Background: an optimization exercise with open tools, aiming at small area, a short achievable clock period and few clock cycles per item. Do not read the settings as production practice. RTL that was checked went through simulation tests only; none was proved equivalent to the original.

// gst_ecc
module gst_ecc (
    input  wire        clk,
    input  wire        rst,
    input  wire        req_valid,
    output wire        req_ready,
    input  wire [1:0]  req_op,        
    input  wire [33:0] req_addr,      
    input  wire [31:0] req_origin,
    input  wire [79:0] req_cw,        
    input  wire [63:0] req_wdata,     
    input  wire [7:0]  req_wmask,     
    output reg         rsp_valid,
    input  wire        rsp_ready,
    output wire [63:0] rsp_data,
    output wire        rsp_wr,
    output wire [79:0] rsp_cw,
    output wire [1:0]  rsp_weight,    
    output wire        rsp_poison,
    input  wire        stat_clr,      
    input  wire [1:0]  log_clr,       
    output wire [63:0] eccstat,
    output wire [63:0] ecclog,
    output wire [31:0] eccorg
);
    wire [6:0] s1, s3;
    wire par;
    wire sx_0 = req_cw[24] ^ req_cw[75];
    wire sx_1 = req_cw[25] ^ req_cw[76];
  ...
clock: 25.0 ns
lec_check: 0
cap_margin: 20
core_margin: 2
core_utilization: 60
cts_cluster_diameter: 60
cts_cluster_size: 24
place_density: 0.72
slew_margin: 20
standard.sh (not shown) runs the stock make flow with config.mk's settings and CLKGATE_MAP_FILE= SYNTH_SCRIPT=/design/flow/synth_recipe.tcl, a recipe that flattens the netlist after the stock synthesis.
==> flow/flow/run.sh <==
#!/bin/bash
# The standard layout, with the ports buffered by the smallest buffer
# (sky130_fd_sc_hd__buf_1) instead of the default delay buffer, and timing
# repair aiming 14 ns below the clock period.
set -euo pipefail
bash standard.sh "BUFFER_PORTS_ARGS=-buffer_cell sky130_fd_sc_hd__buf_1" SETUP_SLACK_MARGIN=14 finish > standard_flow.log 2>&1
==> next run, changes <==
--- a/flow/design.v
+++ b/flow/design.v
@@ -199,45 +199,23 @@
     assign xm_p[9] = (s1[3] & z0[6]) ^ (s1[4] & z0[5]) ^ (s1[5] & z0[4]) ^ (s1[6] & z0[3]);
     assign xm_p[10] = (s1[4] & z0[6]) ^ (s1[5] & z0[5]) ^ (s1[6] & z0[4]);
     assign xm_p[11] = (s1[5] & z0[6]) ^ (s1[6] & z0[5]);
     assign xm_p[12] = (s1[6] & z0[6]);
     assign x1n[0] = xm_p[0] ^ xm_p[7] ^ xm_p[11];
     assign x1n[1] = xm_p[1] ^ xm_p[8] ^ xm_p[12];
     assign x1n[2] = xm_p[2] ^ xm_p[9];
     assign x1n[3] = xm_p[3] ^ xm_p[7] ^ xm_p[10] ^ xm_p[11];
     assign x1n[4] = xm_p[4] ^ xm_p[8] ^ xm_p[11] ^ xm_p[12];
     assign x1n[5] = xm_p[5] ^ xm_p[9] ^ xm_p[12];
     assign x1n[6] = xm_p[6] ^ xm_p[10];
-    wire [6:0] z1 = {z0[6:1], 1'b1};
-    wire [6:0] x2n;
-    wire [12:0] xn_p;
-    assign xn_p[0] = (s1[0] & z1[0]);
-    assign xn_p[1] = (s1[0] & z1[1]) ^ (s1[1] & z1[0]);
-    assign xn_p[2] = (s1[0] & z1[2]) ^ (s1[1] & z1[1]) ^ (s1[2] & z1[0]);
-    assign xn_p[3] = (s1[0] & z1[3]) ^ (s1[1] & z1[2]) ^ (s1[2] & z1[1]) ^ (s1[3] & z1[0]);
-    assign xn_p[4] = (s1[0] & z1[4]) ^ (s1[1] & z1[3]) ^ (s1[2] & z1[2]) ^ (s1[3] & z1[1]) ^ (s1[4] & z1[0]);
-    assign xn_p[5] = (s1[0] & z1[5]) ^ (s1[1] & z1[4]) ^ (s1[2] & z1[3]) ^ (s1[3] & z1[2]) ^ (s1[4] & z1[1]) ^ (s1[5] & z1[0]);
-    assign xn_p[6] = (s1[0] & z1[6]) ^ (s1[1] & z1[5]) ^ (s1[2] & z1[4]) ^ (s1[3] & z1[3]) ^ (s1[4] & z1[2]) ^ (s1[5] & z1[1]) ^ (s1[6] & z1[0]);
-    assign xn_p[7] = (s1[1] & z1[6]) ^ (s1[2] & z1[5]) ^ (s1[3] & z1[4]) ^ (s1[4] & z1[3]) ^ (s1[5] & z1[2]) ^ (s1[6] & z1[1]);
-    assign xn_p[8] = (s1[2] & z1[6]) ^ (s1[3] & z1[5]) ^ (s1[4] & z1[4]) ^ (s1[5] & z1[3]) ^ (s1[6] & z1[2]);
-    assign xn_p[9] = (s1[3] & z1[6]) ^ (s1[4] & z1[5]) ^ (s1[5] & z1[4]) ^ (s1[6] & z1[3]);
-    assign xn_p[10] = (s1[4] & z1[6]) ^ (s1[5] & z1[5]) ^ (s1[6] & z1[4]);
-    assign xn_p[11] = (s1[5] & z1[6]) ^ (s1[6] & z1[5]);
-    assign xn_p[12] = (s1[6] & z1[6]);
-    assign x2n[0] = xn_p[0] ^ xn_p[7] ^ xn_p[11];
-    assign x2n[1] = xn_p[1] ^ xn_p[8] ^ xn_p[12];
-    assign x2n[2] = xn_p[2] ^ xn_p[9];
-    assign x2n[3] = xn_p[3] ^ xn_p[7] ^ xn_p[10] ^ xn_p[11];
-    assign x2n[4] = xn_p[4] ^ xn_p[8] ^ xn_p[11] ^ xn_p[12];
-    assign x2n[5] = xn_p[5] ^ xn_p[9] ^ xn_p[12];
-    assign x2n[6] = xn_p[6] ^ xn_p[10];
+    wire [6:0] x2n = x1n ^ s1;
     wire s1z = (s1 == 7'd0);
     wire cz  = (t == 7'd1);
     wire fue = s1z ? (s3 != 7'd0) : (!cz && (par || !t[0]));
     wire is_w = (req_op == 2'd0);
     wire is_m = (req_op == 2'd2);
     wire is_s = (req_op == 2'd3);
     wire [7:0] kmask = is_w ? 8'hFF : is_m ? req_wmask : 8'h00;
     reg  [63:0] xm;
     integer bi;
     always @(*) begin
         for (bi = 0; bi < 8; bi = bi + 1)
Synthesized cell count goes up by about 0.6%.
Via count fell by 0.43%.
Worst setup slack is better by 0.097 ns.
Hold slack stays flat.
Fmax is higher by 0.88%.
Utilization hardly moves.
Final area falls by 1.9%.
Clock-buffer cell count came out higher by 5.
No run of this note included a check of the RTL's function; only the layout flow was run.

* * *

gst_ecc, a different RTL version from the one above (not shown whole).
Size: roughly 2500 cells after synthesis, about 300 flip-flops, ~540 I/O pins, about 23000 um2 of cells after synthesis.
export LEC_CHECK = 0
export CAP_MARGIN = 20
export CORE_MARGIN = 2
export CORE_UTILIZATION = 60
export CTS_CLUSTER_DIAMETER = 60
export CTS_CLUSTER_SIZE = 24
export PLACE_DENSITY = 0.72
export SLEW_MARGIN = 20
create_clock -name core_clock -period 25.0 [get_ports {clk}]
Scripts as last shown in full above: flow/flow/run.sh
Testbench counts at the start, summed over its fixed seeds: cycles 12,008, items 12,000.
Then changed:
--- a/flow/design.v
+++ b/flow/design.v
@@ -251,27 +251,26 @@
     end
     reg [63:0] q_x;
     reg [7:0]  q_kmask;
     reg [6:0]  x1, x2;
     reg        q_s1z, q_cz, q_fue, q_par, q_pr;
     reg        q_w, q_m, q_s;
     reg [33:0] q_addr;
     reg [31:0] q_origin;
     wire load = !rsp_valid || rsp_ready;
     assign req_ready = load;
-    wire take = req_valid && load;     
     always @(posedge clk) begin
         if (rst)
             rsp_valid <= 1'b0;
         else if (load)
             rsp_valid <= req_valid;
-        if (take) begin
+        if (load) begin
             q_x      <= xm;
             q_kmask  <= kmask;
             x1       <= x1n;
             x2       <= x2n;
             q_s1z    <= s1z;
             q_cz     <= cz;
             q_fue    <= fue;
             q_par    <= par;
             q_pr     <= req_cw[78];
             q_w      <= is_w;
Outcome: Non-clock buffer count went up by 28. Count of clock-buffer cells in the layout falls by 1. Die area goes up by 1.2%.
Testbench counts after the change, summed over its fixed seeds: cycles 12,008, items 12,000.

-- afterwards: timing with drivers on the ports --
In the flow no input, the clock included, has a driving cell. The finished layouts below were timed again as built, in two steps.
Step 1 assumes that a clkbuf_16 drives the clock port and a buf_2 every other input.
Step 2 times the ports against the registers' clock, not the clock port: input delays grow and output delays shrink by t, the midpoint of the rising clock arrivals with the driver on.
a / b / c = no drivers / after step 1 / after step 2; a / b = the first two.
run | t, ns | slack for setup (ns) | clock arrival spread, ns | worst register clock-pin slew, ns
the first run of note 1 | 0.593 | 13.929 / 13.966 / 13.373 | 0.031 / 0.031 | 0.09 / 0.09
the second run of note 1 | 0.599 | 14.026 / 14.059 / 13.460 | 0.039 / 0.039 | 0.09 / 0.09
the first run of note 2 | 0.585 | 14.114 / 14.148 / 13.563 | 0.039 / 0.040 | 0.09 / 0.09
the second run of note 2 | 0.583 | 14.079 / 14.025 / 13.719 | 0.019 / 0.018 | 0.09 / 0.09
After both steps every run listed still meets setup and hold. For the second run of note 1, which loses most, drivers alone change the setup slack by +0.033 ns; drivers and shift together by -0.566 ns.
